This is an optimization exercise on Yosys and OpenROAD, whose aim is small area, a short achievable clock period and few clock cycles per item, not a production implementation. Only simulation tests tie the RTL to the original design; equivalence was not proved.

$ cat flow/flow/run.sh
#!/bin/bash
# Own layout flow: the standard ORFS flow (standard.sh), except that
#  - synthesis maps the combinational logic with the ABC script in
#    flow/abc.script instead of ORFS's (registers are mapped before ABC, as
#    in the standard synthesis), and
#  - the ORFS make variables in flow/make_args.txt (one per line) are added:
#    a setup margin for repair_timing, so the design is sized for a shorter
#    achieved period than the 12 ns clock, and the buffer cell for the port
#    buffers.
# The clock period, SDC and everything else are the standard flow's.
set -euo pipefail
W=$PWD
cat > "$W/own_synth.tcl" <<EOF2
proc abc {args} {
  set i [lsearch -exact \$args -script]
  if {\$i >= 0} { set args [lreplace \$args [expr {\$i + 1}] [expr {\$i + 1}] $W/flow/abc.script] }
  puts "own_synth: abc with \$args"
  yosys abc {*}\$args
}
source $W/synth_recipe.tcl
EOF2
sed "s#SYNTH_SCRIPT=[^ ]*#SYNTH_SCRIPT=$W/own_synth.tcl#" standard.sh > own_standard.sh
grep -q "own_synth.tcl" own_standard.sh
ARGS=()
while IFS= read -r line; do
  [[ -n "$line" && "$line" != \#* ]] && ARGS+=("$line")
done < "$W/flow/make_args.txt"
bash own_standard.sh "${ARGS[@]}" finish > "$W/flow_make.log" 2>&1
$ cat flow/flow/abc.script
&get -n
&st
&dch
&nf
&put
$ cat flow/flow/make_args.txt
SETUP_SLACK_MARGIN=8.0
BUFFER_PORTS_ARGS=-buffer_cell sky130_fd_sc_hd__buf_1
$ cat flow/standard.sh
#!/bin/bash
# synth_recipe.tcl (not shown) runs the flow's synth.tcl, then flattens the netlist and writes it again
# the make line also repeats each setting of config.mk as NAME=value (left out here)
make -C /OpenROAD-flow-scripts/flow DESIGN_CONFIG=/design/flow/config.mk WORK_HOME=/design/flow/orfs CLKGATE_MAP_FILE= SYNTH_SCRIPT=/design/flow/synth_recipe.tcl "${@:-finish}"
$ cat flow/config.mk
export PLATFORM = sky130hd
export DESIGN_NAME = aes_cell
export DESIGN_NICKNAME = aes_cell
export VERILOG_FILES = /design/flow/design.v
export SDC_FILE = /design/flow/constraint.sdc
export NUM_CORES = 8
export LEC_CHECK = 0
export CAP_MARGIN = 20
export CORE_MARGIN = 2
export CORE_UTILIZATION = 40
export PLACE_DENSITY = 0.6
export SLEW_MARGIN = 20
$ cat flow/constraint.sdc
create_clock -name core_clock -period 12.0 [get_ports {clk}]
set_input_delay 2.4000 -clock core_clock [delete_from_list [all_inputs] [get_ports {clk}]]
set_output_delay 2.4000 -clock core_clock [all_outputs]
set_load 0.01 [all_outputs]
$ cat flow/design.v
module aes_sbox_a (
    input  wire [7:0]  a,
    output wire [17:0] m      
);
    wire U0, U1, U2, U3, U4, U5, U6, U7;
    wire T1, T2, T3, T4, T5, T6, T7, T8, T9, T10, T11, T12, T13, T14, T15, T16, T17, T18, T19, T20, T21, T22, T23, T24, T25, T26, T27, M1, M2, M3, M4, M5, M6, M7, M8, M9, M10, M11, M12, M13, M14, M15, M16, M17, M18, M19, M20, M21, M22, M23, M24, M25, M26, M27, M28, M29, M30, M31, M32, M33, M34, M35, M36, M37, M38, M39, M40, M41, M42, M43, M44, M45, M46, M47, M48, M49, M50, M51, M52, M53, M54, M55, M56, M57, M58, M59, M60, M61, M62, M63;
    assign {U0, U1, U2, U3, U4, U5, U6, U7} = a;
    assign T1 = U0 ^ U3;
    assign T2 = U0 ^ U5;
    assign T3 = U0 ^ U6;
    assign T4 = U3 ^ U5;
    assign T5 = U4 ^ U6;
    assign T6 = T1 ^ T5;
    assign T7 = U1 ^ U2;
    assign T8 = U7 ^ T6;
    assign T9 = U7 ^ T7;
    assign T10 = T6 ^ T7;
    assign T11 = U1 ^ U5;
    assign T12 = U2 ^ U5;
    assign T13 = T3 ^ T4;
    assign T14 = T6 ^ T11;
    assign T15 = T5 ^ T11;
    assign T16 = T5 ^ T12;
    assign T17 = T9 ^ T16;
    assign T18 = U3 ^ U7;
    assign T19 = T7 ^ T18;
    assign T20 = T1 ^ T19;
    assign T21 = U6 ^ U7;
    assign T22 = T7 ^ T21;
    assign T23 = T2 ^ T22;
    assign T24 = T2 ^ T10;
    assign T25 = T20 ^ T17;
    assign T26 = T3 ^ T16;
    assign T27 = T1 ^ T12;
    assign M1 = T13 & T6;
    assign M2 = T23 & T8;
    assign M3 = T14 ^ M1;
    assign M4 = T19 & U7;
    assign M5 = M4 ^ M1;
    assign M6 = T3 & T16;
    assign M7 = T22 & T9;
    assign M8 = T26 ^ M6;
    assign M9 = T20 & T17;
    assign M10 = M9 ^ M6;
    assign M11 = T1 & T15;
    assign M12 = T4 & T27;
    assign M13 = M12 ^ M11;
    assign M14 = T2 & T10;
    assign M15 = M14 ^ M11;
    assign M16 = M3 ^ M2;
    assign M17 = M5 ^ T24;
    assign M18 = M8 ^ M7;
    assign M19 = M10 ^ M15;
    assign M20 = M16 ^ M13;
    assign M21 = M17 ^ M15;
    assign M22 = M18 ^ M13;
    assign M23 = M19 ^ T25;
    assign M24 = M22 ^ M23;
    assign M25 = M22 & M20;
    assign M26 = M21 ^ M25;
    assign M27 = M20 ^ M21;
    assign M28 = M23 ^ M25;
    assign M29 = M28 & M27;
    assign M30 = M26 & M24;
    assign M31 = M20 & M23;
    assign M32 = M27 & M31;
    assign M33 = M27 ^ M25;
    assign M34 = M21 & M22;
    assign M35 = M24 & M34;
    assign M36 = M24 ^ M25;
    assign M37 = M21 ^ M29;
    assign M38 = M32 ^ M33;
    assign M39 = M23 ^ M30;
    assign M40 = M35 ^ M36;
    assign M41 = M38 ^ M40;
    assign M42 = M37 ^ M39;
    assign M43 = M37 ^ M38;
    assign M44 = M39 ^ M40;
    assign M45 = M42 ^ M41;
    assign M46 = M44 & T6;
    assign M47 = M40 & T8;
    assign M48 = M39 & U7;
    assign M49 = M43 & T16;
    assign M50 = M38 & T9;
    assign M51 = M37 & T17;
    assign M52 = M42 & T15;
    assign M53 = M45 & T27;
    assign M54 = M41 & T10;
    assign M55 = M44 & T13;
    assign M56 = M40 & T23;
    assign M57 = M39 & T19;
    assign M58 = M43 & T3;
    assign M59 = M38 & T22;
    assign M60 = M37 & T20;
    assign M61 = M42 & T1;
    assign M62 = M45 & T4;
    assign M63 = M41 & T2;
    assign m = {M46, M47, M48, M49, M50, M51, M52, M53, M54, M55, M56, M57, M58, M59, M60, M61, M62, M63};
endmodule
module aes_sbox_b (
    input  wire [17:0] m,
    output wire [7:0]  ye
);
    wire M46, M47, M48, M49, M50, M51, M52, M53, M54, M55, M56, M57, M58, M59, M60, M61, M62, M63;
    assign {M46, M47, M48, M49, M50, M51, M52, M53, M54, M55, M56, M57, M58, M59, M60, M61, M62, M63} = m;
    wire L0, L1, L2, L3, L4, L5, L6, L7, L8, L9, L10, L11, L12, L13, L14, L15, L16, L17, L18, L19, L20, L21, L22, L23, L24, L25, L26, L27, L28, L29, S0, S1, S2, S3, S4, S5, S6, S7;
    assign L0 = M61 ^ M62;
    assign L1 = M50 ^ M56;
    assign L2 = M46 ^ M48;
    assign L3 = M47 ^ M55;
    assign L4 = M54 ^ M58;
    assign L5 = M49 ^ M61;
    assign L6 = M62 ^ L5;
    assign L7 = M46 ^ L3;
    assign L8 = M51 ^ M59;
    assign L9 = M52 ^ M53;
    assign L10 = M53 ^ L4;
    assign L11 = M60 ^ L2;
    assign L12 = M48 ^ M51;
    assign L13 = M50 ^ L0;
    assign L14 = M52 ^ M61;
    assign L15 = M55 ^ L1;
    assign L16 = M56 ^ L0;
    assign L17 = M57 ^ L1;
    assign L18 = M58 ^ L8;
    assign L19 = M63 ^ L4;
    assign L20 = L0 ^ L1;
    assign L21 = L1 ^ L7;
    assign L22 = L3 ^ L12;
    assign L23 = L18 ^ L2;
    assign L24 = L15 ^ L9;
    assign L25 = L6 ^ L10;
    assign L26 = L7 ^ L9;
    assign L27 = L8 ^ L10;
    assign L28 = L11 ^ L14;
    assign L29 = L11 ^ L17;
    assign S0 = L6 ^ L24;
    assign S1 = ~(L16 ^ L26);
    assign S2 = ~(L19 ^ L28);
    assign S3 = L6 ^ L21;
    assign S4 = L20 ^ L22;
    assign S5 = L25 ^ L29;
    assign S6 = ~(L13 ^ L27);
    assign S7 = ~(L6 ^ L23);
    assign ye = {S0, S1, S2, S3, S4, S5, S6, S7};
endmodule
module aes_sbox_bd (
    input  wire [17:0] m,
    output wire [7:0]  ye,
    output wire [7:0]  yd
);
    wire M46, M47, M48, M49, M50, M51, M52, M53, M54, M55, M56, M57, M58, M59, M60, M61, M62, M63;
    assign {M46, M47, M48, M49, M50, M51, M52, M53, M54, M55, M56, M57, M58, M59, M60, M61, M62, M63} = m;
    wire L0, L1, L2, L3, L4, L5, L6, L7, L8, L9, L10, L11, L12, L13, L14, L15, L16, L17, L18, L19, L20, L21, L22, L23, L24, L25, L26, L27, L28, L29, S0, S1, S2, S3, S4, S5, S6, S7;
    assign L0 = M61 ^ M62;
    assign L1 = M50 ^ M56;
    assign L2 = M46 ^ M48;
    assign L3 = M47 ^ M55;
    assign L4 = M54 ^ M58;
    assign L5 = M49 ^ M61;
    assign L6 = M62 ^ L5;
    assign L7 = M46 ^ L3;
    assign L8 = M51 ^ M59;
    assign L9 = M52 ^ M53;
    assign L10 = M53 ^ L4;
    assign L11 = M60 ^ L2;
    assign L12 = M48 ^ M51;
    assign L13 = M50 ^ L0;
    assign L14 = M52 ^ M61;
    assign L15 = M55 ^ L1;
    assign L16 = M56 ^ L0;
    assign L17 = M57 ^ L1;
    assign L18 = M58 ^ L8;
    assign L19 = M63 ^ L4;
    assign L20 = L0 ^ L1;
    assign L21 = L1 ^ L7;
    assign L22 = L3 ^ L12;
    assign L23 = L18 ^ L2;
    assign L24 = L15 ^ L9;
    assign L25 = L6 ^ L10;
    assign L26 = L7 ^ L9;
    assign L27 = L8 ^ L10;
    assign L28 = L11 ^ L14;
    assign L29 = L11 ^ L17;
    assign S0 = L6 ^ L24;
    assign S1 = ~(L16 ^ L26);
    assign S2 = ~(L19 ^ L28);
    assign S3 = L6 ^ L21;
    assign S4 = L20 ^ L22;
    assign S5 = L25 ^ L29;
    assign S6 = ~(L13 ^ L27);
    assign S7 = ~(L6 ^ L23);
    assign ye = {S0, S1, S2, S3, S4, S5, S6, S7};
    assign yd[7] = M49 ^ M51 ^ M52 ^ M54 ^ M58 ^ M59 ^ M61 ^ M62;
    assign yd[6] = M47 ^ M48 ^ M49 ^ M50 ^ M52 ^ M54 ^ M55 ^ M56 ^ M59 ^ M60 ^ M61 ^ M63;
    assign yd[5] = M47 ^ M48 ^ M49 ^ M50 ^ M52 ^ M54 ^ M56 ^ M57 ^ M58 ^ M60 ^ M61 ^ M62;
    assign yd[4] = M46 ^ M48 ^ M52 ^ M54 ^ M58 ^ M59 ^ M61 ^ M62;
    assign yd[3] = M46 ^ M48 ^ M50 ^ M51 ^ M52 ^ M53 ^ M56 ^ M57 ^ M58 ^ M59 ^ M61 ^ M63;
    assign yd[2] = M46 ^ M47 ^ M50 ^ M51 ^ M52 ^ M54 ^ M58 ^ M59 ^ M61 ^ M62;
    assign yd[1] = M49 ^ M50 ^ M52 ^ M53 ^ M58 ^ M59 ^ M61 ^ M62;
    assign yd[0] = M55 ^ M57 ^ M61 ^ M63;
endmodule
module aes_ain (
    input  wire [7:0] a,
    output wire [7:0] y
);
    assign y[7] = a[6] ^ a[4] ^ a[1];
    assign y[6] = a[5] ^ a[3] ^ a[0];
    assign y[5] = a[7] ^ a[4] ^ a[2];
    assign y[4] = a[6] ^ a[3] ^ a[1];
    assign y[3] = a[5] ^ a[2] ^ a[0];
    assign y[2] = ~(a[7] ^ a[4] ^ a[1]);
    assign y[1] = a[6] ^ a[3] ^ a[0];
    assign y[0] = ~(a[7] ^ a[5] ^ a[2]);
endmodule
module aes_mc (input wire [31:0] a, output wire [31:0] y);
    wire t0, t1, t2, t3, t4, t5, t6, t7, t8, t9, t10, t11, t12, t13, t14, t15, t16, t17, t18, t19, t20, t21, t22, t23, t24, t25, t26, t27, t28, t29, t30, t31, t32, t33, t34, t35, t36, t37, t38, t39, t40, t41, t42, t43, t44, t45, t46, t47, t48, t49, t50, t51, t52, t53, t54, t55, t56, t57, t58, t59, t60, t61, t62, t63, t64, t65, t66, t67, t68, t69, t70, t71, t72, t73, t74, t75, t76, t77, t78, t79, t80, t81, t82, t83, t84, t85, t86, t87, t88, t89, t90, t91, t92, t93, t94, t95, t96, t97, t98, t99, t100, t101, t102, t103, t104, t105, t106, t107;
    assign t0 = a[31] ^ a[7];
    assign t1 = a[15] ^ a[23];
    assign t2 = a[15] ^ a[7];
    assign t3 = a[23] ^ a[31];
    assign t4 = a[16] ^ a[24];
    assign t5 = a[17] ^ a[25];
    assign t6 = a[10] ^ a[18];
    assign t7 = a[11] ^ a[19];
    assign t8 = a[2] ^ a[26];
    assign t9 = a[12] ^ a[20];
    assign t10 = a[27] ^ a[3];
    assign t11 = a[13] ^ a[21];
    assign t12 = a[28] ^ a[4];
    assign t13 = a[14] ^ a[22];
    assign t14 = a[29] ^ a[5];
    assign t15 = a[30] ^ a[6];
    assign t16 = a[0] ^ a[8];
    assign t17 = a[1] ^ a[9];
    assign t18 = a[8] ^ t0;
    assign t19 = t4 ^ t18;
    assign t20 = a[0] ^ a[24];
    assign t21 = a[9] ^ t0;
    assign t22 = t20 ^ t5;
    assign t23 = t21 ^ t22;
    assign t24 = a[1] ^ a[25];
    assign t25 = a[26] ^ t24;
    assign t26 = t6 ^ t25;
    assign t27 = a[27] ^ t0;
    assign t28 = t7 ^ t8;
    assign t29 = t27 ^ t28;
    assign t30 = a[28] ^ t0;
    assign t31 = t10 ^ t9;
    assign t32 = t30 ^ t31;
    assign t33 = a[29] ^ t11;
    assign t34 = t12 ^ t33;
    assign t35 = a[30] ^ t13;
    assign t36 = t14 ^ t35;
    assign t37 = a[31] ^ t1;
    assign t38 = t15 ^ t37;
    assign t39 = a[0] ^ t2;
    assign t40 = t4 ^ t39;
    assign t41 = a[1] ^ t16;
    assign t42 = t2 ^ t5;
    assign t43 = t41 ^ t42;
    assign t44 = a[18] ^ t17;
    assign t45 = t8 ^ t44;
    assign t46 = a[10] ^ a[19];
    assign t47 = a[2] ^ t10;
    assign t48 = t2 ^ t46;
    assign t49 = t47 ^ t48;
    assign t50 = a[11] ^ a[20];
    assign t51 = a[3] ^ t12;
    assign t52 = t2 ^ t50;
    assign t53 = t51 ^ t52;
    assign t54 = a[12] ^ a[21];
    assign t55 = a[4] ^ t14;
    assign t56 = t54 ^ t55;
    assign t57 = a[13] ^ a[22];
    assign t58 = a[5] ^ t15;
    assign t59 = t57 ^ t58;
    assign t60 = a[14] ^ a[23];
    assign t61 = a[6] ^ t0;
    assign t62 = t60 ^ t61;
    assign t63 = a[24] ^ t1;
    assign t64 = t16 ^ t63;
    assign t65 = a[16] ^ a[25];
    assign t66 = a[8] ^ t1;
    assign t67 = t17 ^ t65;
    assign t68 = t66 ^ t67;
    assign t69 = a[10] ^ a[17];
    assign t70 = a[9] ^ t69;
    assign t71 = t8 ^ t70;
    assign t72 = a[11] ^ t1;
    assign t73 = t10 ^ t6;
    assign t74 = t72 ^ t73;
    assign t75 = a[12] ^ t1;
    assign t76 = t12 ^ t7;
    assign t77 = t75 ^ t76;
    assign t78 = a[13] ^ t14;
    assign t79 = t9 ^ t78;
    assign t80 = a[14] ^ t11;
    assign t81 = t15 ^ t80;
    assign t82 = a[15] ^ t0;
    assign t83 = t13 ^ t82;
    assign t84 = a[16] ^ t16;
    assign t85 = t3 ^ t84;
    assign t86 = a[17] ^ t17;
    assign t87 = t3 ^ t4;
    assign t88 = t86 ^ t87;
    assign t89 = a[2] ^ t5;
    assign t90 = t6 ^ t89;
    assign t91 = a[18] ^ a[26];
    assign t92 = a[3] ^ t3;
    assign t93 = t7 ^ t91;
    assign t94 = t92 ^ t93;
    assign t95 = a[19] ^ a[27];
    assign t96 = a[4] ^ t3;
    assign t97 = t9 ^ t95;
    assign t98 = t96 ^ t97;
    assign t99 = a[20] ^ a[28];
    assign t100 = a[5] ^ t11;
    assign t101 = t99 ^ t100;
    assign t102 = a[21] ^ a[29];
    assign t103 = a[6] ^ t102;
    assign t104 = t13 ^ t103;
    assign t105 = a[22] ^ a[30];
    assign t106 = a[7] ^ t1;
    assign t107 = t105 ^ t106;
    assign y[0] = t19;
    assign y[1] = t23;
    assign y[2] = t26;
    assign y[3] = t29;
    assign y[4] = t32;
    assign y[5] = t34;
    assign y[6] = t36;
    assign y[7] = t38;
    assign y[8] = t40;
    assign y[9] = t43;
    assign y[10] = t45;
    assign y[11] = t49;
    assign y[12] = t53;
    assign y[13] = t56;
    assign y[14] = t59;
    assign y[15] = t62;
    assign y[16] = t64;
    assign y[17] = t68;
    assign y[18] = t71;
    assign y[19] = t74;
    assign y[20] = t77;
    assign y[21] = t79;
    assign y[22] = t81;
    assign y[23] = t83;
    assign y[24] = t85;
    assign y[25] = t88;
    assign y[26] = t90;
    assign y[27] = t94;
    assign y[28] = t98;
    assign y[29] = t101;
    assign y[30] = t104;
    assign y[31] = t107;
endmodule
module aes_mck (input wire [31:0] a, input wire [31:0] k, output wire [31:0] y);
    wire t0, t1, t2, t3, t4, t5, t6, t7, t8, t9, t10, t11, t12, t13, t14, t15, t16, t17, t18, t19, t20, t21, t22, t23, t24, t25, t26, t27, t28, t29, t30, t31, t32, t33, t34, t35, t36, t37, t38, t39, t40, t41, t42, t43, t44, t45, t46, t47, t48, t49, t50, t51, t52, t53, t54, t55, t56, t57, t58, t59, t60, t61, t62, t63, t64, t65, t66, t67, t68, t69, t70, t71, t72, t73, t74, t75, t76, t77, t78, t79, t80, t81, t82, t83, t84, t85, t86, t87, t88, t89, t90, t91, t92, t93, t94, t95, t96, t97, t98, t99, t100, t101, t102, t103, t104, t105, t106, t107, t108, t109, t110, t111, t112, t113, t114, t115, t116, t117, t118, t119, t120, t121, t122, t123, t124, t125, t126, t127, t128, t129, t130, t131, t132, t133, t134, t135, t136, t137, t138, t139;
    assign t0 = a[15] ^ a[7];
    assign t1 = a[23] ^ a[31];
    assign t2 = a[31] ^ a[7];
    assign t3 = a[15] ^ a[23];
    assign t4 = a[1] ^ a[25];
    assign t5 = a[13] ^ a[5];
    assign t6 = a[0] ^ a[24];
    assign t7 = a[30] ^ a[6];
    assign t8 = a[17] ^ a[9];
    assign t9 = a[18] ^ a[26];
    assign t10 = a[16] ^ a[8];
    assign t11 = a[11] ^ a[19];
    assign t12 = a[28] ^ a[4];
    assign t13 = a[12] ^ a[20];
    assign t14 = a[27] ^ a[3];
    assign t15 = a[14] ^ a[22];
    assign t16 = a[21] ^ a[29];
    assign t17 = a[10] ^ a[2];
    assign t18 = k[0] ^ a[24];
    assign t19 = t2 ^ t18;
    assign t20 = t10 ^ t19;
    assign t21 = a[25] ^ k[1];
    assign t22 = t21 ^ t8;
    assign t23 = t6 ^ t2;
    assign t24 = t22 ^ t23;
    assign t25 = a[10] ^ k[2];
    assign t26 = t25 ^ t9;
    assign t27 = t4 ^ t26;
    assign t28 = a[27] ^ a[2];
    assign t29 = k[3] ^ a[26];
    assign t30 = t11 ^ t29;
    assign t31 = t2 ^ t28;
    assign t32 = t31 ^ t30;
    assign t33 = a[28] ^ k[4];
    assign t34 = t13 ^ t2;
    assign t35 = t14 ^ t33;
    assign t36 = t35 ^ t34;
    assign t37 = k[5] ^ a[13];
    assign t38 = t16 ^ t37;
    assign t39 = t12 ^ t38;
    assign t40 = a[5] ^ a[30];
    assign t41 = a[29] ^ k[6];
    assign t42 = t41 ^ t15;
    assign t43 = t40 ^ t42;
    assign t44 = k[7] ^ a[15];
    assign t45 = t1 ^ t7;
    assign t46 = t44 ^ t45;
    assign t47 = a[16] ^ k[8];
    assign t48 = t6 ^ t47;
    assign t49 = t0 ^ t48;
    assign t50 = a[17] ^ k[9];
    assign t51 = a[8] ^ a[0];
    assign t52 = t0 ^ t51;
    assign t53 = t4 ^ t50;
    assign t54 = t53 ^ t52;
    assign t55 = a[9] ^ k[10];
    assign t56 = a[2] ^ a[1];
    assign t57 = t55 ^ t9;
    assign t58 = t56 ^ t57;
    assign t59 = k[11] ^ a[19];
    assign t60 = t0 ^ t59;
    assign t61 = t14 ^ t17;
    assign t62 = t61 ^ t60;
    assign t63 = a[3] ^ a[11];
    assign t64 = k[12] ^ a[20];
    assign t65 = t63 ^ t0;
    assign t66 = t64 ^ t12;
    assign t67 = t65 ^ t66;
    assign t68 = a[5] ^ k[13];
    assign t69 = a[12] ^ a[4];
    assign t70 = t16 ^ t69;
    assign t71 = t68 ^ t70;
    assign t72 = a[22] ^ k[14];
    assign t73 = t72 ^ t7;
    assign t74 = t5 ^ t73;
    assign t75 = a[14] ^ a[6];
    assign t76 = a[7] ^ k[15];
    assign t77 = t76 ^ t1;
    assign t78 = t75 ^ t77;
    assign t79 = a[8] ^ k[16];
    assign t80 = t3 ^ t6;
    assign t81 = t79 ^ t80;
    assign t82 = k[17] ^ a[9];
    assign t83 = t10 ^ t3;
    assign t84 = t82 ^ t4;
    assign t85 = t84 ^ t83;
    assign t86 = a[26] ^ k[18];
    assign t87 = t8 ^ t86;
    assign t88 = t17 ^ t87;
    assign t89 = k[19] ^ a[18];
    assign t90 = a[10] ^ a[11];
    assign t91 = t90 ^ t89;
    assign t92 = t3 ^ t14;
    assign t93 = t92 ^ t91;
    assign t94 = a[12] ^ k[20];
    assign t95 = t94 ^ t12;
    assign t96 = t11 ^ t3;
    assign t97 = t95 ^ t96;
    assign t98 = a[29] ^ k[21];
    assign t99 = t13 ^ t98;
    assign t100 = t5 ^ t99;
    assign t101 = k[22] ^ a[21];
    assign t102 = a[13] ^ a[14];
    assign t103 = t102 ^ t101;
    assign t104 = t7 ^ t103;
    assign t105 = a[31] ^ k[23];
    assign t106 = t105 ^ t15;
    assign t107 = t0 ^ t106;
    assign t108 = a[0] ^ k[24];
    assign t109 = t10 ^ t1;
    assign t110 = t108 ^ t109;
    assign t111 = a[16] ^ a[1];
    assign t112 = k[25] ^ a[24];
    assign t113 = t1 ^ t8;
    assign t114 = t112 ^ t111;
    assign t115 = t114 ^ t113;
    assign t116 = k[26] ^ a[18];
    assign t117 = a[17] ^ a[25];
    assign t118 = t116 ^ t117;
    assign t119 = t17 ^ t118;
    assign t120 = k[27] ^ a[3];
    assign t121 = t1 ^ t9;
    assign t122 = t11 ^ t120;
    assign t123 = t122 ^ t121;
    assign t124 = a[19] ^ a[4];
    assign t125 = k[28] ^ a[27];
    assign t126 = t1 ^ t124;
    assign t127 = t125 ^ t13;
    assign t128 = t126 ^ t127;
    assign t129 = k[29] ^ a[28];
    assign t130 = a[20] ^ a[21];
    assign t131 = t129 ^ t130;
    assign t132 = t5 ^ t131;
    assign t133 = a[6] ^ k[30];
    assign t134 = t133 ^ t16;
    assign t135 = t15 ^ t134;
    assign t136 = k[31] ^ a[23];
    assign t137 = a[30] ^ a[22];
    assign t138 = t136 ^ t137;
    assign t139 = t0 ^ t138;
    assign y[0] = t20;
    assign y[1] = t24;
    assign y[2] = t27;
    assign y[3] = t32;
    assign y[4] = t36;
    assign y[5] = t39;
    assign y[6] = t43;
    assign y[7] = t46;
    assign y[8] = t49;
    assign y[9] = t54;
    assign y[10] = t58;
    assign y[11] = t62;
    assign y[12] = t67;
    assign y[13] = t71;
    assign y[14] = t74;
    assign y[15] = t78;
    assign y[16] = t81;
    assign y[17] = t85;
    assign y[18] = t88;
    assign y[19] = t93;
    assign y[20] = t97;
    assign y[21] = t100;
    assign y[22] = t104;
    assign y[23] = t107;
    assign y[24] = t110;
    assign y[25] = t115;
    assign y[26] = t119;
    assign y[27] = t123;
    assign y[28] = t128;
    assign y[29] = t132;
    assign y[30] = t135;
    assign y[31] = t139;
endmodule
module aes_imc_ain (input wire [31:0] a, output wire [31:0] y);
    wire t0, t1, t2, t3, t4, t5, t6, t7, t8, t9, t10, t11, t12, t13, t14, t15, t16, t17, t18, t19, t20, t21, t22, t23, t24, t25, t26, t27, t28, t29, t30, t31, t32, t33, t34, t35, t36, t37, t38, t39, t40, t41, t42, t43, t44, t45, t46, t47, t48, t49, t50, t51, t52, t53, t54, t55, t56, t57, t58, t59, t60, t61, t62, t63, t64, t65, t66, t67, t68, t69, t70, t71, t72, t73, t74, t75, t76, t77, t78, t79, t80, t81, t82, t83, t84, t85, t86, t87, t88, t89, t90, t91, t92, t93, t94, t95, t96, t97, t98, t99, t100, t101, t102, t103, t104, t105, t106, t107, t108, t109, t110, t111, t112, t113, t114, t115, t116, t117, t118, t119, t120, t121, t122, t123, t124, t125, t126, t127, t128, t129, t130, t131, t132, t133, t134, t135, t136, t137, t138, t139, t140, t141, t142, t143, t144, t145, t146, t147, t148, t149, t150, t151, t152, t153, t154, t155, t156, t157, t158, t159, t160, t161, t162, t163, t164, t165, t166, t167, t168, t169, t170, t171, t172, t173, t174, t175, t176, t177, t178, t179, t180, t181, t182, t183, t184, t185, t186, t187, t188, t189, t190, t191, t192, t193, t194, t195, t196, t197, t198, t199, t200, t201, t202, t203, t204, t205, t206, t207, t208, t209, t210;
    assign t0 = a[18] ^ a[21];
    assign t1 = a[10] ^ a[13];
    assign t2 = a[26] ^ a[29];
    assign t3 = a[2] ^ a[5];
    assign t4 = a[23] ^ a[7];
    assign t5 = a[11] ^ a[14];
    assign t6 = a[19] ^ a[22];
    assign t7 = a[15] ^ a[31];
    assign t8 = a[27] ^ a[30];
    assign t9 = a[3] ^ a[6];
    assign t10 = a[0] ^ a[4];
    assign t11 = a[24] ^ a[28];
    assign t12 = a[16] ^ a[20];
    assign t13 = a[12] ^ a[8];
    assign t14 = a[9] ^ t1;
    assign t15 = a[25] ^ t2;
    assign t16 = a[1] ^ t3;
    assign t17 = a[17] ^ t0;
    assign t18 = t7 ^ t9;
    assign t19 = t4 ^ t5;
    assign t20 = t13 ^ t8;
    assign t21 = t10 ^ t6;
    assign t22 = a[12] ^ t16;
    assign t23 = t12 ^ t15;
    assign t24 = a[28] ^ t17;
    assign t25 = a[20] ^ t14;
    assign t26 = a[21] ^ t11;
    assign t27 = a[14] ^ a[9];
    assign t28 = t21 ^ t7;
    assign t29 = a[17] ^ a[22];
    assign t30 = t6 ^ t8;
    assign t31 = a[30] ^ t13;
    assign t32 = a[8] ^ t16;
    assign t33 = a[16] ^ t14;
    assign t34 = t12 ^ t17;
    assign t35 = a[1] ^ a[6];
    assign t36 = t10 ^ t8;
    assign t37 = a[13] ^ t12;
    assign t38 = a[25] ^ t3;
    assign t39 = t20 ^ t4;
    assign t40 = a[25] ^ t21;
    assign t41 = a[14] ^ a[30];
    assign t42 = a[17] ^ t11;
    assign t43 = a[14] ^ t18;
    assign t44 = t5 ^ t7;
    assign t45 = a[11] ^ t38;
    assign t46 = t19 ^ t22;
    assign t47 = t0 ^ t11;
    assign t48 = a[31] ^ t2;
    assign t49 = t27 ^ t47;
    assign t50 = a[22] ^ a[6];
    assign t51 = a[9] ^ t6;
    assign t52 = a[3] ^ t29;
    assign t53 = a[15] ^ t1;
    assign t54 = t31 ^ t45;
    assign t55 = a[0] ^ t23;
    assign t56 = a[24] ^ t17;
    assign t57 = a[29] ^ t24;
    assign t58 = a[4] ^ t18;
    assign t59 = a[1] ^ t20;
    assign t60 = t25 ^ t26;
    assign t61 = t32 ^ t9;
    assign t62 = a[29] ^ a[30];
    assign t63 = a[5] ^ t15;
    assign t64 = a[19] ^ t35;
    assign t65 = a[15] ^ a[24];
    assign t66 = t19 ^ t9;
    assign t67 = a[27] ^ t49;
    assign t68 = a[23] ^ t18;
    assign t69 = a[25] ^ a[19];
    assign t70 = a[0] ^ t62;
    assign t71 = t69 ^ t37;
    assign t72 = t70 ^ t22;
    assign t73 = t71 ^ t68;
    assign t74 = t73 ^ t72;
    assign t75 = a[20] ^ t2;
    assign t76 = t10 ^ t41;
    assign t77 = t52 ^ t76;
    assign t78 = t75 ^ t16;
    assign t79 = t77 ^ t78;
    assign t80 = a[24] ^ t0;
    assign t81 = t16 ^ t36;
    assign t82 = t80 ^ t81;
    assign t83 = t68 ^ t82;
    assign t84 = a[31] ^ a[7];
    assign t85 = t84 ^ t11;
    assign t86 = t85 ^ t40;
    assign t87 = t86 ^ t61;
    assign t88 = a[4] ^ a[9];
    assign t89 = t4 ^ t88;
    assign t90 = t89 ^ t23;
    assign t91 = t61 ^ t90;
    assign t92 = a[2] ^ t52;
    assign t93 = t36 ^ t48;
    assign t94 = t93 ^ t92;
    assign t95 = t33 ^ t94;
    assign t96 = a[22] ^ a[1];
    assign t97 = t1 ^ t96;
    assign t98 = t97 ^ t36;
    assign t99 = t66 ^ t98;
    assign t100 = t99 ^ t57;
    assign t101 = a[18] ^ t62;
    assign t102 = t11 ^ t101;
    assign t103 = t102 ^ t28;
    assign t104 = t103 ^ t46;
    assign t105 = a[8] ^ a[31];
    assign t106 = a[5] ^ a[27];
    assign t107 = t106 ^ t35;
    assign t108 = t105 ^ t107;
    assign t109 = t19 ^ t108;
    assign t110 = t109 ^ t60;
    assign t111 = a[28] ^ t50;
    assign t112 = t111 ^ t14;
    assign t113 = t112 ^ t54;
    assign t114 = a[0] ^ t13;
    assign t115 = t48 ^ t114;
    assign t116 = t14 ^ t66;
    assign t117 = t115 ^ t116;
    assign t118 = a[15] ^ a[7];
    assign t119 = t118 ^ t5;
    assign t120 = t10 ^ t119;
    assign t121 = t33 ^ t120;
    assign t122 = t59 ^ t121;
    assign t123 = t44 ^ t42;
    assign t124 = t22 ^ t123;
    assign t125 = t33 ^ t124;
    assign t126 = a[10] ^ a[7];
    assign t127 = t126 ^ t9;
    assign t128 = t127 ^ t56;
    assign t129 = t54 ^ t128;
    assign t130 = t0 ^ t5;
    assign t131 = t31 ^ t130;
    assign t132 = t51 ^ t58;
    assign t133 = t131 ^ t63;
    assign t134 = t132 ^ t133;
    assign t135 = a[26] ^ a[6];
    assign t136 = a[5] ^ t135;
    assign t137 = t136 ^ t28;
    assign t138 = t25 ^ t39;
    assign t139 = t138 ^ t137;
    assign t140 = a[3] ^ a[16];
    assign t141 = a[7] ^ a[13];
    assign t142 = t140 ^ t27;
    assign t143 = t141 ^ t142;
    assign t144 = t143 ^ t28;
    assign t145 = t57 ^ t144;
    assign t146 = a[4] ^ t41;
    assign t147 = t1 ^ t146;
    assign t148 = t64 ^ t147;
    assign t149 = t34 ^ t148;
    assign t150 = a[7] ^ a[8];
    assign t151 = t150 ^ t3;
    assign t152 = t6 ^ t151;
    assign t153 = t44 ^ t152;
    assign t154 = t34 ^ t153;
    assign t155 = a[23] ^ t13;
    assign t156 = t9 ^ t65;
    assign t157 = t156 ^ t155;
    assign t158 = t51 ^ t34;
    assign t159 = t157 ^ t158;
    assign t160 = t4 ^ t40;
    assign t161 = t56 ^ t25;
    assign t162 = t160 ^ t161;
    assign t163 = a[18] ^ t5;
    assign t164 = t163 ^ t53;
    assign t165 = t64 ^ t164;
    assign t166 = t165 ^ t55;
    assign t167 = a[6] ^ a[17];
    assign t168 = t2 ^ t167;
    assign t169 = t37 ^ t168;
    assign t170 = t30 ^ t169;
    assign t171 = t46 ^ t170;
    assign t172 = a[2] ^ t37;
    assign t173 = t43 ^ t172;
    assign t174 = t39 ^ t24;
    assign t175 = t173 ^ t174;
    assign t176 = a[21] ^ a[11];
    assign t177 = a[4] ^ t29;
    assign t178 = t65 ^ t176;
    assign t179 = t178 ^ t177;
    assign t180 = t63 ^ t39;
    assign t181 = t179 ^ t180;
    assign t182 = a[12] ^ t50;
    assign t183 = t15 ^ t182;
    assign t184 = t183 ^ t67;
    assign t185 = a[16] ^ t11;
    assign t186 = t4 ^ t185;
    assign t187 = t15 ^ t30;
    assign t188 = t53 ^ t187;
    assign t189 = t186 ^ t188;
    assign t190 = a[23] ^ a[31];
    assign t191 = t8 ^ t190;
    assign t192 = t5 ^ t191;
    assign t193 = t42 ^ t192;
    assign t194 = t193 ^ t55;
    assign t195 = a[0] ^ t7;
    assign t196 = t15 ^ t195;
    assign t197 = t24 ^ t59;
    assign t198 = t196 ^ t197;
    assign t199 = a[23] ^ a[26];
    assign t200 = t6 ^ t199;
    assign t201 = t200 ^ t32;
    assign t202 = t67 ^ t201;
    assign t203 = t30 ^ t38;
    assign t204 = t203 ^ t43;
    assign t205 = t204 ^ t60;
    assign t206 = a[10] ^ a[22];
    assign t207 = t206 ^ t26;
    assign t208 = t19 ^ t58;
    assign t209 = t23 ^ t207;
    assign t210 = t209 ^ t208;
    assign y[0] = ~t74;
    assign y[1] = t79;
    assign y[2] = ~t83;
    assign y[3] = t87;
    assign y[4] = t91;
    assign y[5] = t95;
    assign y[6] = t100;
    assign y[7] = t104;
    assign y[8] = ~t110;
    assign y[9] = t113;
    assign y[10] = ~t117;
    assign y[11] = t122;
    assign y[12] = t125;
    assign y[13] = t129;
    assign y[14] = t134;
    assign y[15] = t139;
    assign y[16] = ~t145;
    assign y[17] = t149;
    assign y[18] = ~t154;
    assign y[19] = t159;
    assign y[20] = t162;
    assign y[21] = t166;
    assign y[22] = t171;
    assign y[23] = t175;
    assign y[24] = ~t181;
    assign y[25] = t184;
    assign y[26] = ~t189;
    assign y[27] = t194;
    assign y[28] = t198;
    assign y[29] = t202;
    assign y[30] = t205;
    assign y[31] = t210;
endmodule
module aes_sbox_bk (
    input  wire [17:0] m,      
    input  wire [7:0]  k,
    output wire [7:0]  ye,
    output wire [7:0]  ydk
);
    wire M46, M47, M48, M49, M50, M51, M52, M53, M54, M55, M56, M57, M58, M59, M60, M61, M62, M63;
    assign {M46, M47, M48, M49, M50, M51, M52, M53, M54, M55, M56, M57, M58, M59, M60, M61, M62, M63} = m;
    wire q0, q1, q2, q3, q4, q5, q6, q7, q8, q9, q10, q11, q12, q13, q14, q15, q16, q17, q18, q19, q20, q21, q22, q23, q24, q25, q26, q27, q28, q29, q30, q31, q32, q33, q34, q35, q36, q37, q38, q39, q40, q41, q42, q43, q44, q45, q46, q47, q48, q49, q50, q51, q52, q53, q54, q55, q56, q57, q58, q59, q60, q61, q62, q63, q64, q65, q66, q67;
    assign q0 = M61 ^ M62;
    assign q1 = M58 ^ q0;
    assign q2 = M50 ^ M56;
    assign q3 = M59 ^ q1;
    assign q4 = M52 ^ M54;
    assign q5 = M49 ^ q2;
    assign q6 = M46 ^ M48;
    assign q7 = M61 ^ M63;
    assign q8 = M55 ^ q0;
    assign q9 = M52 ^ M53;
    assign q10 = M60 ^ q4;
    assign q11 = M47 ^ M48;
    assign q12 = M46 ^ M47;
    assign q13 = M58 ^ q7;
    assign q14 = q5 ^ q8;
    assign q15 = M51 ^ q2;
    assign q16 = M53 ^ M54;
    assign q17 = M55 ^ q7;
    assign q18 = M50 ^ M51;
    assign q19 = M49 ^ M51;
    assign q20 = M57 ^ q6;
    assign q21 = q1 ^ q5;
    assign q22 = q9 ^ q14;
    assign q23 = M56 ^ q12;
    assign q24 = q9 ^ q23;
    assign q25 = q8 ^ q24;
    assign q26 = q6 ^ q13;
    assign q27 = q10 ^ q26;
    assign q28 = q12 ^ q14;
    assign q29 = q11 ^ q8;
    assign q30 = q15 ^ q29;
    assign q31 = M60 ^ q16;
    assign q32 = q20 ^ q31;
    assign q33 = q32 ^ q21;
    assign q34 = q18 ^ q16;
    assign q35 = q34 ^ q3;
    assign q36 = q6 ^ q19;
    assign q37 = q36 ^ q3;
    assign q38 = k[7] ^ q4;
    assign q39 = q19 ^ q38;
    assign q40 = q39 ^ q3;
    assign q41 = k[6] ^ M59;
    assign q42 = q11 ^ q41;
    assign q43 = q5 ^ q42;
    assign q44 = q17 ^ q10;
    assign q45 = q43 ^ q44;
    assign q46 = k[5] ^ M57;
    assign q47 = q11 ^ q46;
    assign q48 = q10 ^ q47;
    assign q49 = q21 ^ q48;
    assign q50 = k[4] ^ q4;
    assign q51 = q6 ^ q50;
    assign q52 = q51 ^ q3;
    assign q53 = M59 ^ k[3];
    assign q54 = q53 ^ q9;
    assign q55 = q54 ^ q15;
    assign q56 = q20 ^ q13;
    assign q57 = q55 ^ q56;
    assign q58 = k[2] ^ q12;
    assign q59 = q18 ^ q4;
    assign q60 = q58 ^ q59;
    assign q61 = q3 ^ q60;
    assign q62 = M50 ^ M49;
    assign q63 = k[1] ^ q62;
    assign q64 = q9 ^ q63;
    assign q65 = q64 ^ q3;
    assign q66 = M57 ^ k[0];
    assign q67 = q66 ^ q17;
    assign ye[7] = q22;
    assign ye[6] = ~q25;
    assign ye[5] = ~q27;
    assign ye[4] = q28;
    assign ye[3] = q30;
    assign ye[2] = q33;
    assign ye[1] = ~q35;
    assign ye[0] = ~q37;
    assign ydk[7] = q40;
    assign ydk[6] = q45;
    assign ydk[5] = q49;
    assign ydk[4] = q52;
    assign ydk[3] = q57;
    assign ydk[2] = q61;
    assign ydk[1] = q65;
    assign ydk[0] = q67;
endmodule
module aes_cell (
    input  wire         clk,
    input  wire         rst,           
    input  wire         in_valid,
    output wire         in_ready,
    input  wire         in_decrypt,    
    input  wire         in_key256,     
    input  wire [255:0] in_key,
    input  wire [127:0] in_block,
    output reg          out_valid,
    output reg  [127:0] out_block
);
    function [7:0] xt;
        input [7:0] a;
        xt = {a[6:0], 1'b0} ^ (a[7] ? 8'h1b : 8'h00);
    endfunction
    function [7:0] xtinv;       
        input [7:0] a;
        xtinv = a[0] ? ({1'b1, a[7:1]} ^ 8'h0d) : {1'b0, a[7:1]};
    endfunction
    function [127:0] shiftrows;
        input [127:0] s;
        integer i;
        begin
            for (i = 0; i < 16; i = i + 1)
                shiftrows[127 - 8 * i -: 8] = s[127 - 8 * ((i % 4) + 4 * (((i / 4) + (i % 4)) % 4)) -: 8];
        end
    endfunction
    function [127:0] invshiftrows;
        input [127:0] s;
        integer i;
        begin
            for (i = 0; i < 16; i = i + 1)
                invshiftrows[127 - 8 * i -: 8] = s[127 - 8 * ((i % 4) + 4 * (((i / 4) + 4 - (i % 4)) % 4)) -: 8];
        end
    endfunction
    reg  [127:0] q_st;
    reg  [255:0] q_kw;
    reg  [31:0]  q_ks;
    reg          q_ks1;         
    reg          q_busy, q_dec, q_k256, q_pre, q_par;
    reg          q_done;        
    reg  [3:0]   q_cnt;
    reg  [7:0]   q_rc;
    reg  [1:0]   q_tag;
    reg  [287:0] p_m;           
    reg  [71:0]  p_km;          
    reg  [255:0] p_kw;
    reg          p_busy, p_dec, p_k256, p_pre, p_par, p_done;
    reg          p_last, p_lastpre;    
    reg          p_nxt;                
    reg  [3:0]   p_cnt;
    reg  [7:0]   p_rc;
    reg  [1:0]   p_tag;
    genvar g;
    wire [127:0] x1 = q_st;
    wire [31:0]  ks1 = q_ks1 ? q_kw[31:0] : q_ks;
    wire [287:0] m1;
    wire [71:0]  km1;
    generate
        for (g = 0; g < 16; g = g + 1) begin : g_s1
            aes_sbox_a u_sa (.a(x1[127 - 8 * g -: 8]), .m(m1[287 - 18 * g -: 18]));
        end
        for (g = 0; g < 4; g = g + 1) begin : g_k1
            aes_sbox_a u_ka (.a(ks1[31 - 8 * g -: 8]), .m(km1[71 - 18 * g -: 18]));
        end
    endgenerate
    always @(posedge clk) begin
        p_m    <= {m1[287:128], (q_pre || q_done) ? q_st : m1[127:0]};
        p_done <= q_done;
        p_last    <= q_last;
        p_lastpre <= (q_cnt == (q_k256 ? 4'd13 : 4'd10));
        p_nxt     <= (q_tag == rd_nx);
        p_km   <= km1;
        p_kw   <= q_kw;
        p_dec  <= q_dec;
        p_k256 <= q_k256;
        p_pre  <= q_pre;
        p_par  <= q_par;
        p_cnt  <= q_cnt;
        p_rc   <= q_rc;
        p_tag  <= q_tag;
    end
    wire [127:0] sbe;           
    wire [127:0] dk;            
    wire [31:0]  ks_sub;
    generate
        for (g = 0; g < 16; g = g + 1) begin : g_s2
            aes_sbox_bk u_sb (.m(p_m[287 - 18 * g -: 18]), .k(p_kw[255 - 8 * g -: 8]),
                              .ye(sbe[127 - 8 * g -: 8]), .ydk(dk[127 - 8 * g -: 8]));
        end
        for (g = 0; g < 4; g = g + 1) begin : g_k2
            aes_sbox_b u_kb (.m(p_km[71 - 18 * g -: 18]), .ye(ks_sub[31 - 8 * g -: 8]));
        end
    endgenerate
    wire [31:0] h0 = p_kw[255:224], h1 = p_kw[223:192], h2 = p_kw[191:160], h3 = p_kw[159:128];
    wire [31:0] l0 = p_kw[127:96],  l1 = p_kw[95:64],   l2 = p_kw[63:32],   l3 = p_kw[31:0];
    wire [31:0] ks_t = p_par ? {ks_sub[23:16] ^ p_rc, ks_sub[15:0], ks_sub[31:24]} : ks_sub;
    wire [31:0] h01 = h0 ^ h1, h012 = h01 ^ h2, h0123 = h012 ^ h3;
    wire [127:0] kf = {h0 ^ ks_t, h01 ^ ks_t, h012 ^ ks_t, h0123 ^ ks_t};
    wire [31:0] b0 = p_k256 ? l0 : h0, b1 = p_k256 ? l1 : h1, b2 = p_k256 ? l2 : h2, b3 = p_k256 ? l3 : h3;
    wire [127:0] kb = {b0 ^ ks_t, b1 ^ b0, b2 ^ b1, b3 ^ b2};
    wire [127:0] rk0 = p_k256 ? p_kw[127:0] : {h0, h01, h012, h0123};
    wire [127:0] rkx = {4{ks_t}} & {128{!p_k256}};
    wire [127:0] mc, dnext_s;      
    generate
        for (g = 0; g < 4; g = g + 1) begin : g_mix
            aes_mck     u_mc  (.a(sbe[127 - 32 * g -: 32]), .k(rk0[127 - 32 * g -: 32]), .y(mc[127 - 32 * g -: 32]));
            aes_imc_ain u_imc (.a(dk[127 - 32 * g -: 32]),  .y(dnext_s[127 - 32 * g -: 32]));
        end
    endgenerate
    wire [127:0] dnext = invshiftrows(dnext_s);
    wire [127:0] blk_s = invshiftrows(invshiftrows(p_m[127:0])) ^ invshiftrows(kf);
    wire [127:0] blk_a;
    generate
        for (g = 0; g < 16; g = g + 1) begin : g_ain_blk
            aes_ain u_ain (.a(blk_s[127 - 8 * g -: 8]), .y(blk_a[127 - 8 * g -: 8]));
        end
    endgenerate
    wire last    = p_last;
    wire lastpre = p_lastpre;
    wire fin     = p_busy && !p_pre && !p_done && last;    
    wire q_last  = (q_cnt == (q_k256 ? 4'd14 : 4'd10));
    reg    rdy;
    assign in_ready = rdy;
    wire   accept   = in_ready && in_valid;
    wire c_pass = !in_ready && p_done;                             
    wire c_hold = !in_ready && !p_done && hold;                    
    wire c_run  = !in_ready && !p_done && !hold;                   
    wire c_pre  = c_run && p_pre && !lastpre;                      
    wire c_last = c_run && p_pre && lastpre;                       
    wire c_dec  = c_run && !p_pre && p_dec;                        
    wire c_enc  = c_run && !p_pre && !p_dec;                       
    wire c_fwd  = c_pre || c_last || c_enc;                        
    always @(posedge clk) begin
        if (in_ready) begin
            q_dec  <= in_decrypt;
            q_k256 <= in_key256;
            q_pre  <= in_decrypt;
            q_par  <= 1'b1;
            q_cnt  <= 4'd1;
            q_rc   <= 8'h01;
            q_tag  <= wr_tag;
            q_done <= 1'b0;
            q_ks1  <= in_key256;
        end else begin
            q_done <= p_done || hold;
            q_dec  <= p_dec;
            q_k256 <= p_k256;
            q_tag  <= p_tag;
            q_cnt  <= c_last ? 4'd1 : p_cnt + 4'd1;
            q_par  <= c_last ? 1'b1 : p_k256 ? !p_par : p_par;
            q_pre  <= p_pre && !c_last;
            q_ks1  <= 1'b0;
            q_rc   <= p_rc;
            if (c_last && !p_k256)                 q_rc <= xtinv(p_rc);
            else if ((c_pre || c_enc) && p_par)    q_rc <= xt(p_rc);
            else if (c_dec && p_par)               q_rc <= xtinv(p_rc);
        end
    end
    wire k_new  = in_ready;
    wire k_fwd  = !in_ready && (p_pre || !p_dec);                   
    wire k_last = !in_ready && p_pre && lastpre;                    
    wire k_dec  = !in_ready && !p_pre && p_dec;                     
    wire k_enc  = !in_ready && !p_pre && !p_dec;                    
    wire [127:0] st_new   = shiftrows(in_block ^ (in_key[255:128] & {128{!in_decrypt}}));
    wire [127:0] st_early = in_ready ? st_new : c_last ? blk_a : p_m[127:0];
    wire [127:0] kh_early = k_new ? in_key[255:128] : (k_fwd && (p_k256 || k_last)) ? p_kw[127:0] : p_kw[255:128];
    wire [127:0] kl_early = k_new ? in_key[127:0] : k_dec ? p_kw[255:128] : p_kw[127:0];
    wire         kh_kf    = k_fwd && !(p_k256 || k_last);        
    wire         kl_kf    = k_fwd;                                
    wire [31:0]  ks_early = k_new ? in_key[159:128] : k_last ? (p_k256 ? l3 : (h3 ^ h2))
                          : (p_k256 ? (l3 ^ l2) : (h3 ^ h1));
    wire         ks_kf    = k_fwd && !k_last;
    always @(posedge clk) begin
        q_st <= ({128{c_dec}}  & dnext)
              | ({128{c_enc}}  & shiftrows(mc ^ rkx))
              | ({128{c_hold}} & res)
              | ({128{!(c_dec || c_enc || c_hold)}} & st_early);
        q_kw <= {({128{kh_kf}} & kf) | ({128{k_dec}} & kb) | ({128{!(kh_kf || k_dec)}} & kh_early),
                 ({128{kl_kf}} & kf) | ({128{!kl_kf}} & kl_early)};
        q_ks <= ({32{ks_kf}} & kf[31:0]) | ({32{!ks_kf}} & ks_early);
    end
    reg  [127:0] rb;
    reg          rb_v;
    reg  [1:0]   rb_tag;
    reg  [1:0]   rd_tag, wr_tag;
    reg  [1:0]   n_open;        
    wire [127:0] ek0     = sbe ^ rk0;
    wire [127:0] ek      = ek0 ^ rkx;
    wire [127:0] res     = p_dec ? dk : ek;
    wire         p_next  = p_nxt;
    wire         byp     = fin && p_next;                       
    wire         from_p  = p_busy && p_done && p_next;          
    wire         from_rb = rb_v && (rb_tag == rd_tag);
    wire         to_rb   = fin && !p_next && !rb_v;
    wire         hold    = fin && !p_next && rb_v;              
    wire         load    = byp || from_p || from_rb;
    wire         p_free  = !p_busy || byp || to_rb || from_p;   
    wire [1:0]   rd_nx   = rd_tag + (load ? 2'd1 : 2'd0);
    wire         rb_v_nx = to_rb || (rb_v && !from_rb);
    wire [1:0]   n_open_nx = n_open + (accept ? 2'd1 : 2'd0) - (load ? 2'd1 : 2'd0);
    wire         q_fin   = q_busy && !q_pre && !q_done && q_last;
    wire         q_free  = !q_busy || (q_fin && (q_tag == rd_nx || !rb_v_nx))
                                   || (q_done && q_tag == rd_nx);
    always @(posedge clk) begin
        out_block <= ({128{byp && !p_dec}} & ek) | ({128{byp && p_dec}} & dk)
                   | ({128{!byp}} & (from_rb ? rb : p_m[127:0]));
        if (to_rb) begin
            rb     <= res;
            rb_tag <= p_tag;
        end
    end
    always @(posedge clk) begin
        if (rst) begin
            q_busy    <= 1'b0;
            p_busy    <= 1'b0;
            rb_v      <= 1'b0;
            rd_tag    <= 2'd0;
            wr_tag    <= 2'd0;
            n_open    <= 2'd0;
            rdy       <= 1'b1;
            out_valid <= 1'b0;
        end else begin
            p_busy    <= q_busy;
            q_busy    <= in_ready ? in_valid : (p_busy && !p_free);
            if (accept) wr_tag <= wr_tag + 2'd1;
            rd_tag    <= rd_nx;
            out_valid <= load;
            n_open    <= n_open_nx;
            rb_v      <= rb_v_nx;
            rdy       <= q_free && (n_open_nx != 2'd3);
        end
    end
endmodule
==> impl_results.md, run 1 <==
* Status: complete, no violations
* Largest family of logic cells by synthesized area: XOR/XNOR gates
* Tcrit/Tclk final at 35.6%
* First-pass GRT wire length at 750 mm
* Worst hold margin at 0.312 ns
* Cell area after layout at 0.118 mm²
* Die H at 492 µm
* Post-DP HPWL at 457 mm
* Antenna-violating nets left at 0
* Die W at 492 µm
* Fmax at 234 MHz
* Root buffer cell: clkbuf_16
* Hold Crit Depth at 0
* Core area at 0.237 mm²
* Crit end category: flop
* H-tree depth at 4
* Layout Skew at 0.0475 ns
* Setup tns final at 0 ns
* Worst skew pair latency at 0.89 ns
* Site Rows at 179
* Final Non-Filler Cells at 15400
* Worst hold start: q_kw[143]$_DFF_P_
* Xor/xnor cell area share of the yosys netlist at 44.2%
* Mapped cell area at 0.0951 mm²
* Synth Net Count at 11200
* Simple-gate portion of the synthesized area at 10.1%
* Drt total wl at 571 mm
* Synth Warn # at 1
* Average size of a mapped cell at 8.80 µm²
* Post-Syn Instances at 10800
* Post-Synth Adder-Cell Area at 0.579%
* Syn-to-layout area delta at 24.5%
* IO Count at 519
* Worst min-delay path category: flop to flop
* Final routed DRC violation total at 0
* Crit Path Max Fanout at 6
* Multiplexer share of the synthesized area at 1.98%
* Number of buffers created by CTS at 162
* Placed cell areas at 0.106 mm²
* CTS tree: yes
* Drt pass-1 iters at 8
* Crit path launch type: flop
* Wire length per cell at 37.1 µm
* IO buf count at 518
* Final min period at 4.27 ns
* Initial antenna violation count at 41
* Final setup fails at 0
* Crit. Startpoint: p_kw[194]$_DFF_P_
* Final hold vios at 0
* Synth Flop Type: dfxtp_1
* Iteration-0 DRC Markers at 13400
* Commonest cells after routing, fill and taps aside: xnor2_1, nand2_1, dfxtp_1
* Via density per instance at 5.95
* Worst EP arrival at 5.03 ns
* RD Place Congestion at 1.15
* Fraction of the yosys area taken by sequential cells at 29.6%
* Number of max-cap violations at 0
* Inst Count DP at 14900
* Die ar. at 0.242 mm²
* Max Root-Sink Buffers at 3
* Max Slew Vio Count at 0
* Global Route Usage Sum at 45.4%
* Layout cells sized above 1 at 14.5%
* Sink Count at 1343
* Worst slew pin tran at 1.34 ns
* Total congestion overflow at 0
* Worst path required time at 12.76 ns
* Reg clk slew, reported paths at 0.06 ns
* Vias in the first global route at 85000
* Slew HR at 10.6%
* Maximum number of pins on one net before global-route repair at 174
* Initial Util at 40.1%
* Synth Area in Compound Gates at 13.1%
* Commonest non-fill, non-tap cell in the layout: xnor2_1
* Yosys cell types at 52
* Yosys reg bits at 1343
* RSZ-0062 raised after global routing: yes
* Crit Path Category: flop to flop
* Ys async rst share at 0%
* Worst r2r src: p_kw[194]$_DFF_P_
* Fin nets at 12500
* Post-synth EDFFs at 130
* Routed vias at 91700
* Worst Reg-to-Reg Cells at 9
[cells in the mapped netlist, types with 7 or more instances]
cell / instances / area share, %
xnor2_1: 3356 / 31
xor2_1: 1216 / 11
dfxtp_1: 1213 / 26
nand2_1: 1153 / 4.5
a21oi_1: 755 / 4.0
nor2_1: 720 / 2.8
o21ai_0: 692 / 3.6
a22oi_1: 292 / 2.3
nor2b_1: 203 / 1.3
mux2i_1: 171 / 1.8
nand3_1: 133 / 0.70
edfxtp_1: 130 / 4.1
a31oi_1: 115 / 0.76
clkinv_1: 115 / 0.45
xnor3_1: 84 / 2.0
o31ai_1: 66 / 0.52
a211oi_1: 49 / 0.39
ha_1: 44 / 0.58
o22ai_1: 43 / 0.28
nand2b_1: 33 / 0.22
o211ai_1: 29 / 0.23
a22o_1: 22 / 0.20
and2_0: 20 / 0.13
o21a_1: 18 / 0.14
mux2_1: 15 / 0.18
o221ai_1: 13 / 0.12
and3_1: 12 / 0.079
a211o_1: 11 / 0.10
a21o_1: 9 / 0.071
nor3_1: 8 / 0.042
o21bai_1: 7 / 0.055
or2_0: 7 / 0.046
[cells by family (layout without fill, tap and decap cells)]
logic type,count (synthesis),in the layout
AO/OA/AOI/OAI,2152,2152
XOR/XNOR,4661,4661
adder cells (fa/ha/maj),44,44
buffers and inverters,115,1520
flip-flops,1343,1343
multiplexers,186,186
other,0,20
AND/OR/NAND/NOR,2304,2304
[stage by stage]
step | worst slack, ns | utilization, %
after floorplan | -8.57 | -
after global placement | 6.30 | 44.5
after detailed placement | 6.51 | 44.5
after CTS | 7.82 | 48.5
after global routing | 7.84 | 49.9
final | 7.73 | 49.9
[registers in the layout, summed over array words and instances, names as in the netlist, 2 cells and up]
name and flops:
rd_tag 2, p_cnt 4, q_kw 256, p_kw 256, p_m 288, q_tag 2, out_block 128, n_open 2
wr_tag 2, rb_tag 2, q_ks 32, p_rc 8, q_st 128, p_km 72, q_rc 8, p_tag 2
q_cnt 4, rb 128
[final timing paths]
path	end	slack [ns]
setup / recovery	q_st[98]$_DFF_P_	7.73
hold / removal	p_kw[143]$_DFF_P_	0.31
setup reg to reg	q_st[98]$_DFF_P_	7.73
hold reg to reg	p_kw[143]$_DFF_P_	0.31
[critical path, cell delays in order (launching register included)]
cell and delay (ns):
dfxtp_1 0.50, xnor2_1 0.71, xor2_1 0.39, xor2_1 0.24
o21ai_0 0.94, xnor2_1 0.18, xnor2_1 0.21, xnor2_2 0.63
a22oi_1 0.17, nand3_1 0.19
[routing by layer]
metal / global-route usage, % / up-vias / wire, µm
li1: - / 38700 / -
met2: 64.4 / 6514 / 231000
met1: 57.8 / 44900 / 219000
met3: 13.8 / 1527 / 70100
met5: 0 / - / 135
met4: 33.3 / 20 / 51500
[cell type report]
class | count | area [µm²]
fill | 22500 | 119000
multi-input combinational | 9347 | 73200
sequential | 1343 | 28300
timing repair buffer | 1103 | 6880
clock buffer | 223 | 4730
tap | 3167 | 3960
clock inverter | 79 | 873
inverter | 115 | 432
antenna | 20 | 50.0
[what timing repair did]
item                                    4_1_cts  5_1_grt
setup buffers                                58       73
endpoints found under the hold margin         0        0
gates cloned                                  1        0
hold buffers                                  0        0
gates resized for setup                     517      441
pin swaps                                    23       47
endpoints found under the setup margin      540      288
Testbench counts, summed over its fixed seeds: cycles 47,949, items 3,200.
==> inputs of run 2 (changes only) <==
--- a/flow/config.mk
+++ b/flow/config.mk
@@ -10,2 +10,4 @@
 export CORE_UTILIZATION = 40
+export CTS_CLUSTER_DIAMETER = 150
+export CTS_CLUSTER_SIZE = 20
 export PLACE_DENSITY = 0.6
==> impl_results.md, run 2 <==
* Number of max-cap violations at 0 (unchanged)
* Worst EP arrival at 4.89 ns (was 5.03 ns)
* Status: complete, no violations (unchanged)
* WHS Endpoint: p_kw[160]$_DFF_P_ (was p_kw[143]$_DFF_P_)
* Max layer used: met5 (unchanged)
* Fillers at 22900 (was 22500)
* Syn-to-layout area delta at 21.0% (was 24.5%)
* Commonest non-fill, non-tap cell in the layout: xnor2_1 (unchanged)
* Fmax at 237 MHz (was 234 MHz)
* Mapped cell area at 0.0951 mm² (unchanged)
* Yosys cell types at 52 (unchanged)
* Fraction of the yosys area taken by sequential cells at 29.6% (unchanged)
* Met1 WL at 220 mm (was 219 mm)
* Drt pass-1 iters at 7 (was 8)
* Initial Util at 40.1% (unchanged)
* Synth Warn # at 1 (unchanged)
* Largest cells by area after synthesis: xnor2_1, dfxtp_1, xor2_1, nand2_1, edfxtp_1 (unchanged)
* Synth Net Count at 11200 (unchanged)
* Die W at 492 µm (unchanged)
* Hold Crit Depth at 0 (unchanged)
* R2R Setup Slk at 7.78 ns (was 7.73 ns)
* Antenna-violating nets left at 0 (unchanged)
* Most frequent CP cell: xnor2_1 (unchanged)
* H-tree depth at 3 (was 4)
* Worst min-delay path category: flop to flop (unchanged)
* Final min period at 4.22 ns (was 4.27 ns)
* Most common cell in the netlist: xnor2_1 (unchanged)
* Worst path slowest cell: o21ai_0 (unchanged)
* Post-Syn Instances at 10800 (unchanged)
* Initial antenna violation count at 46 (was 41)
* Ys async rst share at 0% (unchanged)
* Final hold vios at 0 (unchanged)
* Largest regs: p_m: 288 flops, p_kw: 256 flops, q_kw: 256 flops (unchanged)
* Post-synth EDFFs at 130 (unchanged)
* Commonest cells post-synth: xnor2_1, xor2_1, dfxtp_1, nand2_1, a21oi_1 (unchanged)
* Worst skew pair latency at 0.83 ns (was 0.89 ns)
* First-pass GRT wire length at 746 mm (was 750 mm)
* Site Rows at 179 (unchanged)
* Layout cells sized above 1 at 13.2% (was 14.5%)
* Reg2reg end: out_block[1]$_DFF_P_ (was q_st[98]$_DFF_P_)
* Crit Path Max Fanout at 6 (unchanged)
* Final setup fails at 0 (unchanged)
* Reg clk slew, reported paths at 0.10 ns (was 0.06 ns)
* IO Count at 519 (unchanged)
* Sink Count at 1343 (unchanged)
* Via density per instance at 5.93 (was 5.95)
* Crit path launch type: flop (unchanged)
* Crit end category: flop (unchanged)
* CP Cell Sequence: xnor2_1 -> xnor2_1 -> xnor2_1 -> o21ai_0 -> xnor2_1 -> xnor2_1 -> o21ai_0 -> nor2_1 -> a31oi_1 (was xnor2_1 -> xor2_1 -> xor2_1 -> o21ai_0 -> xnor2_1 -> xnor2_1 -> xnor2_2 -> a22oi_1 -> nand3_1)
* Drt total wl at 569 mm (was 571 mm)
* Iteration-0 DRC Markers at 13000 (was 13400)
* RSZ-0062 raised after global routing: yes (unchanged)
* Post-synth top area share at 30.9% (unchanged)
* Synth Flop Type: dfxtp_1 (unchanged)
* Number of buffers created by CTS at 80 (was 162)
* Most flops, register: p_m (unchanged)
* Pre-CTS setup slack at 6.51 ns (unchanged)
* Layout Skew at 0.0646 ns (was 0.0475 ns)
* Global Route Usage Sum at 45.2% (was 45.4%)
* Yosys reg bits at 1343 (unchanged)
* Vias in the first global route at 84000 (was 85000)
* PnR worst setup slack at 7.78 ns (was 7.73 ns)
* Max Slew Vio Count at 0 (unchanged)
* Post-DP HPWL at 457 mm (unchanged)
* Crit Path Category: flop to flop (unchanged)
* Fin nets at 12400 (was 12500)
* Tcrit/Tclk final at 35.2% (was 35.6%)
* Largest stage delay, worst path at 0.92 ns (was 0.94 ns)
* Largest area contributor in the netlist: xnor2_1 (unchanged)
* Hold Buf Count CTS at 0 (unchanged)
* Largest register FFs at 288 (unchanged)
* Maximum number of pins on one net before global-route repair at 174 (unchanged)
* Worst slew pin tran at 1.32 ns (was 1.34 ns)
* Core area at 0.237 mm² (unchanged)
* Max Root-Sink Buffers at 3 (unchanged)
* Worst Reg-to-Reg Cells at 9 (unchanged)
* Worst r2r src: p_kw[193]$_DFF_P_ (was p_kw[194]$_DFF_P_)
* Final routed DRC violation total at 0 (unchanged)
* CTS tree: yes (unchanged)
* Worst path required time at 12.67 ns (was 12.76 ns)
* Slew HR at 11.1% (was 10.6%)
* RD Place Congestion at 1.15 (unchanged)
* Root buffer cell: clkbuf_16 (unchanged)
* Die H at 492 µm (unchanged)
* Total congestion overflow at 0 (unchanged)
* Length of routed met2 wiring at 231 mm (about the same)
* Die ar. at 0.242 mm² (unchanged)
* Commonest cells after routing, fill and taps aside: xnor2_1, nand2_1, dfxtp_1 (unchanged)
* Core Util, Final at 48.5% (was 49.9%)
* Worst hold start: q_kw[160]$_DFF_P_ (was q_kw[143]$_DFF_P_)
* Met3 WL at 67.5 mm (was 70.1 mm)
* Routed vias at 90200 (was 91700)
* IO buf count at 518 (unchanged)
* Worst hold margin at 0.303 ns (was 0.312 ns)
* Wire length per cell at 37.4 µm (was 37.1 µm)
* Average size of a mapped cell at 8.80 µm² (unchanged)
## run 2: what timing repair did
item / in CTS / in global routing
cloned: 1 / 0
buffers inserted: 56 / 64
endpoints found under the hold margin: 0 / 0
endpoints found under the setup margin: 551 / 306
resized for setup: 526 / 440
pin swaps: 24 / 46
## run 2: worst max path at each step
stage / startpoint / endpoint / cells past startpoint
after floorplan: rdy$_SDFF_PP1_ / q_kw[149]$_DFF_P_ / 8
after global placement: p_km[8]$_DFF_P_ / q_st[71]$_DFF_P_ / 11
after detailed placement: in_decrypt / q_st[41]$_DFF_P_ / 7
after CTS: p_km[10]$_DFF_P_ / q_st[41]$_DFF_P_ / 14
after global routing: q_ks1$_SDFF_PN0_ / p_km[64]$_DFF_P_ / 16
final: p_kw[193]$_DFF_P_ / out_block[1]$_DFF_P_ / 9
## run 2: cell type report
class / instances / area, µm² / share of cell area (%)
multi-input combinational: 9347 / 73200 / 63.6
sequential: 1343 / 28300 / 24.6
clock buffer: 115 / 2160 / 1.88
inverter: 115 / 432 / 0.375
tap: 3167 / 3960 / 3.44
clock inverter: 12 / 175 / 0.152
timing repair buffer: 1091 / 6760 / 5.88
antenna: 21 / 52.6 / 0.0457
## run 2: stage by stage
step | instances | setup TNS (ns) | cell area [µm²]
after floorplan | 10800 | -1063.71 | 95100
after global placement | 14900 | 0 | 105000
after detailed placement | 14900 | 0 | 106000
after CTS | 15100 | 0 | 112000
after global routing | 15200 | 0 | 115000
final | 15200 | 0 | 115000
## run 2: kinds of logic (layout without fill, tap and decap cells)
group	count (synthesis)	after routing	share of synthesized area [%]
AOI/OAI and AO/OA	2152	2152	13.1
xor gates and xnor gates	4661	4661	44.2
adders and majority gates	44	44	0.579
buffers and inverters	115	1333	0.454
DFF	1343	1343	29.6
muxes	186	186	1.98
other	0	21	0
and+or+nand+nor	2304	2304	10.1
## run 2: layer usage
layer  global-route usage (%)  vias to the layer above
li1                         -                    38400
met1                     57.8                    44300
met2                     64.7                     6149
met3                     13.3                     1347
met4                     31.5                       14
met5                        0                        -
## run 2: worst max-delay path, delay by kind of cell (launching register included)
kind                      cells  cell delay (ns)
AOI/OAI and AO/OA             3             1.86
xor gates and xnor gates      5             1.34
DFF                           1             0.79
and+or+nand+nor               1             0.09

## static timing again, ports no longer ideal
Ports are ideal in the flow. The routed layouts listed here were re-timed in OpenROAD.
Step 1 (the two cells are an assumption about what drives the block):
set clk [get_ports {clk}]
set_driving_cell -lib_cell sky130_fd_sc_hd__clkbuf_16 $clk
set_driving_cell -lib_cell sky130_fd_sc_hd__buf_2 [delete_from_list [all_inputs] $clk]
Step 2 moves the port delays by t, midway between the first and last clock arrival at a register: inputs arrive t later, outputs are due t later. That takes back most of the time a late clock gives input paths.
Three values: ideal, step 1, step 2; two values: the first two.
run	t, ns	setup WS [ns]	hold slack, ns	latest minus earliest clock arrival (ns)	pins driven straight from the clock port
run 1	0.962	7.729 / 7.729 / 7.103	0.312 / 0.312 / 0.312	0.048 / 0.049	1
run 2	0.903	7.776 / 7.776 / 7.141	0.303 / 0.303 / 0.303	0.065 / 0.066	1
After both steps setup and hold are still met in every run listed. For run 2, which loses most, drivers alone change the setup slack by 0.000 ns; drivers and shift together by -0.635 ns.
